Source: an optimization exercise on an open RTL-to-GDS flow (aim: small area). Production flows keep margins and buffers that such runs may drop.
The RTL was checked by simulation tests, not by an equivalence proof against the original design.
Power is estimated from default activity; no workload was simulated.

Setup of before:
// bsd_group
module bsd_group (
    input  wire         clk,
    input  wire         rst,
    input  wire         bit_en,
    input  wire [3:0]   sdin,
    input  wire         sync,
    input  wire         order4,
    input  wire [9:0]   dec_r,
    input  wire [5:0]   fast_r,
    input  wire         fast_en,
    input  wire [17:0]  fast_lo,
    input  wire [17:0]  fast_hi,
    input  wire [16:0]  fast_hyst,
    input  wire [2:0]   fast_cnt,
    input  wire [12:0]  stuck_n,
    output reg          s_valid,
    output wire [151:0] s_data,
    output wire [67:0]  fast_val,
    output wire [3:0]   fast_out,
    output wire [3:0]   stuck
);
    localparam NCH = 4;
    reg  sync_pend;
    wire restart = sync | sync_pend;
    reg  [9:0] blk_cnt;
    wire [9:0] blk_inc;
    rc_inc #(10) u_blk_inc (.a(blk_cnt), .s(blk_inc));
    wire [9:0] blk_cnt_n = restart ? 10'd1 : blk_inc;
    wire       blk_end   = (blk_cnt_n == dec_r);
    reg  comb_pend;
    reg  fr_par;
    always @(posedge clk) begin
        if (rst) begin
            sync_pend <= 1'b1;
            blk_cnt   <= 10'd0;
            s_valid   <= 1'b0;
            comb_pend <= 1'b0;
            fr_par    <= fast_r[0];
        end else begin
            s_valid <= bit_en && blk_end;
            if (bit_en) begin
                sync_pend <= 1'b0;
                blk_cnt   <= blk_end ? 10'd0 : blk_cnt_n;
                comb_pend <= blk_end;
            end else if (sync) begin
                sync_pend <= 1'b1;
            end
        end
    end
    reg  [6:0] nb_cnt;
    wire [6:0] nb_inc;
    rc_inc #(7) u_nb_inc (.a(nb_cnt), .s(nb_inc));
    always @(posedge clk) begin
        if (rst)
            nb_cnt <= 7'd0;
  ...
Size: ~6700 cells after synthesis, about 320 I/O pins.
==> flow/config.mk <==
export PLATFORM = sky130hd
export DESIGN_NAME = bsd_group
export DESIGN_NICKNAME = bsd_group
export VERILOG_FILES = /design/flow/design.v
export SDC_FILE = /design/flow/constraint.sdc
export NUM_CORES = 4
export LEC_CHECK = 0
export CAP_MARGIN = 20
export CORE_MARGIN = 2
export CORE_UTILIZATION = 65
export CTS_BUF_LIST = sky130_fd_sc_hd__clkbuf_8
export CTS_CLUSTER_DIAMETER = 70
export CTS_CLUSTER_SIZE = 18
export PLACE_DENSITY = 0.75
export SLEW_MARGIN = 20
export SYNTH_HIERARCHICAL = 1
export SYNTH_MINIMUM_KEEP_SIZE = 0
==> flow/constraint.sdc <==
create_clock -name core_clock -period 25.0 [get_ports {clk}]
set_input_delay 5.0000 -clock core_clock [delete_from_list [all_inputs] [get_ports {clk}]]
set_output_delay 5.0000 -clock core_clock [all_outputs]
set_load 0.01 [all_outputs]
standard.sh (not shown) runs the stock make flow with config.mk's settings and CLKGATE_MAP_FILE= SYNTH_SCRIPT=/design/flow/synth_recipe.tcl, a recipe that flattens the netlist after the stock synthesis.
==> flow/flow/run.sh <==
#!/bin/bash
# Layout flow: the standard layout (standard.sh, which runs ORFS on
# config.mk with flow/config.mk's settings), with two changes to how the
# layout is made:
#  - the buffers ORFS puts on every input and output port are buf_1 cells
#    (ORFS otherwise picks clkdlybuf4s50_1, 2.7 times the area);
#  - CTS does not add dummy loads to balance the clock tree (the arguments
#    are otherwise the ones ORFS builds from flow/config.mk's CTS settings).
# ORFS writes each step's full log under orfs/logs/; this script's own
# output goes to flow_run.log.
set -euo pipefail
exec > flow_run.log 2>&1
export BUFFER_PORTS_ARGS="-buffer_cell sky130_fd_sc_hd__buf_1"
export CTS_ARGS="-sink_clustering_enable -repair_clock_nets -sink_clustering_size 18 -sink_clustering_max_diameter 70 -buf_list sky130_fd_sc_hd__clkbuf_8 -dont_use_dummy_load"
bash standard.sh
--- input diff before..after ---
--- a/flow/design.v
+++ b/flow/design.v
@@ -1,21 +1,21 @@
 module bsd_chan (
     input  wire               clk,
     input  wire               rst,
     input  wire               bit_en,      
     input  wire               din,         
     input  wire               restart,     
     input  wire               restart_n,   
     input  wire               rs_n,        
     input  wire               comb_pend,   
     input  wire               order4,      
-    input  wire [31:0]        tap_oh,      
+    input  wire [4:0]         tap,         
     input  wire               ok1,         
     input  wire               ok2,
     input  wire               ok3,
     input  wire [15:0]        fr3h,        
     input  wire               fr_par,      
     input  wire               fast_en,
     input  wire [17:0]        n_lo,        
     input  wire [17:0]        n_hi,        
     input  wire [17:0]        n_lo_in,     
     input  wire [17:0]        n_hi_in,     
@@ -60,23 +60,23 @@
                 for (k = 1; k < 4; k = k + 1)
                     comb_n[k] <= ~37'd0;
             end else if (comb_pend) begin
                 comb_n[1] <= ~(c_val1 & {37{restart_n}});
                 comb_n[2] <= ~(c_val2 & {37{restart_n}});
                 comb_n[3] <= ~(c_val3 & {37{restart_n && order4}});
             end
         end
     end
     reg [31:0] dl1, dl2, dl3;           
-    wire b1 = |(dl1 & tap_oh) && ok1;   
-    wire b2 = |(dl2 & tap_oh) && ok2;   
-    wire b3 = |(dl3 & tap_oh) && ok3;   
+    wire b1 = dl1[tap] && ok1;          
+    wire b2 = dl2[tap] && ok2;          
+    wire b3 = dl3[tap] && ok3;          
     reg [7:0]  g1;
     reg [11:0] e2;
     reg [15:0] h3;
     wire [3:0] ur = {2'b00, b2, b2} + {3'b000, din} - {2'b00, b1, b1} - {3'b000, b3};
     wire [3:0] u  = ur & {4{bit_en}};
     wire [7:0] g1_n;
     rc_addx #(8, 8, 0) u_g1 (.a(g1), .b({{4{u[3]}}, u}), .ci(1'b0), .s(g1_n));
     wire [11:0] e2_n;
     rc_addx #(12, 12, 0) u_e2 (.a(e2), .b({{4{g1_n[7]}}, g1_n} & {12{bit_en}}), .ci(1'b0), .s(e2_n));
     wire [15:0] h3_n;
@@ -418,36 +418,35 @@
         endcase
     end
     wire [18:0] lo_in, hi_in;
     rc_addx #(19, 17, 0) u_lo_in (.a({fast_lo[17], fast_lo}), .b(fast_hyst), .ci(1'b0), .s(lo_in));
     wire [17:0] hi_lo17;
     rc_addxc #(17, 17, 2) u_hi_in (.a(fast_hi[16:0]), .b(~fast_hyst), .ci(1'b1), .s(hi_lo17));
     wire        hi_c = hi_lo17[17];
     assign hi_in = {fast_hi[17] ^ (!hi_c && !fast_hi[17]), fast_hi[17] ^ !hi_c, hi_lo17[16:0]};
     wire [17:0] lo_in_s = (lo_in[18] != lo_in[17]) ? 18'h1ffff : lo_in[17:0];
     wire [17:0] hi_in_s = (hi_in[18] != hi_in[17]) ? 18'h20000 : hi_in[17:0];
-    wire [4:0]  tap    = fast_r[4:0] - 5'd1;
-    wire [31:0] tap_oh = 32'd1 << tap;
+    wire [4:0] tap = fast_r[4:0] - 5'd1;
     genvar c;
     generate
         for (c = 0; c < NCH; c = c + 1) begin : g_ch
             bsd_chan u_ch (
                 .clk       (clk),
                 .rst       (rst),
                 .bit_en    (bit_en),
                 .din       (sdin[c]),
                 .restart   (restart),
                 .restart_n (~restart),
                 .rs_n      (~(restart && bit_en)),
                 .comb_pend (comb_pend),
                 .order4    (order4),
-                .tap_oh    (tap_oh),
+                .tap       (tap),
                 .ok1       (ok1),
                 .ok2       (ok2),
                 .ok3       (ok3),
                 .fr3h      (fr3h),
                 .fr_par    (fr_par),
                 .fast_en   (fast_en),
                 .n_lo      (~{~fast_lo[17], fast_lo[16:0]}),
                 .n_hi      (~{~fast_hi[17], fast_hi[16:0]}),
                 .n_lo_in   (~{~lo_in_s[17], lo_in_s[16:0]}),
                 .n_hi_in   (~{~hi_in_s[17], hi_in_s[16:0]}),
before → after: wire length of the first global-routing pass down about 5.5%; non-clock buffer share of cell area flat; relative contribution of the clock network to total power down 0.2 points; full die area up 650 µm²; synthesized area up 0.46%. Number of tapcells in after is 0.73% higher than in before. The higher total routed wirelength of before and after is in before. Diff before and after: worst hold slack higher in after. The met1 layer wirelength in the final routing in after was higher than what before gave. after — final cycle utilization of the critical path 1.0 points lower, before as reference. Diff before -> after: average wire per cell in the routed design now sits lower; area of the multi-input gates has increased.

-- static timing again, ports no longer ideal --
No port has a modelled driver above. Below, the same layouts with a new extraction and two added sets of constraints.
Step 1, drivers: a clkbuf_16 drives clk and a buf_2 each remaining input, both assumed.
Step 2 also shifts input and output timing later by t, the mid clock arrival at the registers, as if the neighbouring blocks saw the same clock.
Slacks: no drivers / after step 1 / after step 2; pairs: no drivers / after step 1.
run	shift t [ns]	setup slack, ns	worst data-port slew with drivers (ns)	pins driven straight from the clock port
before	0.916	1.947 / 1.875 / 1.637	0.15	1
after	0.904	2.197 / 2.122 / 2.060	0.24	1
After both steps every run listed still meets setup and hold. For before, which loses most, drivers alone change the setup slack by -0.072 ns; drivers and shift together by -0.310 ns.
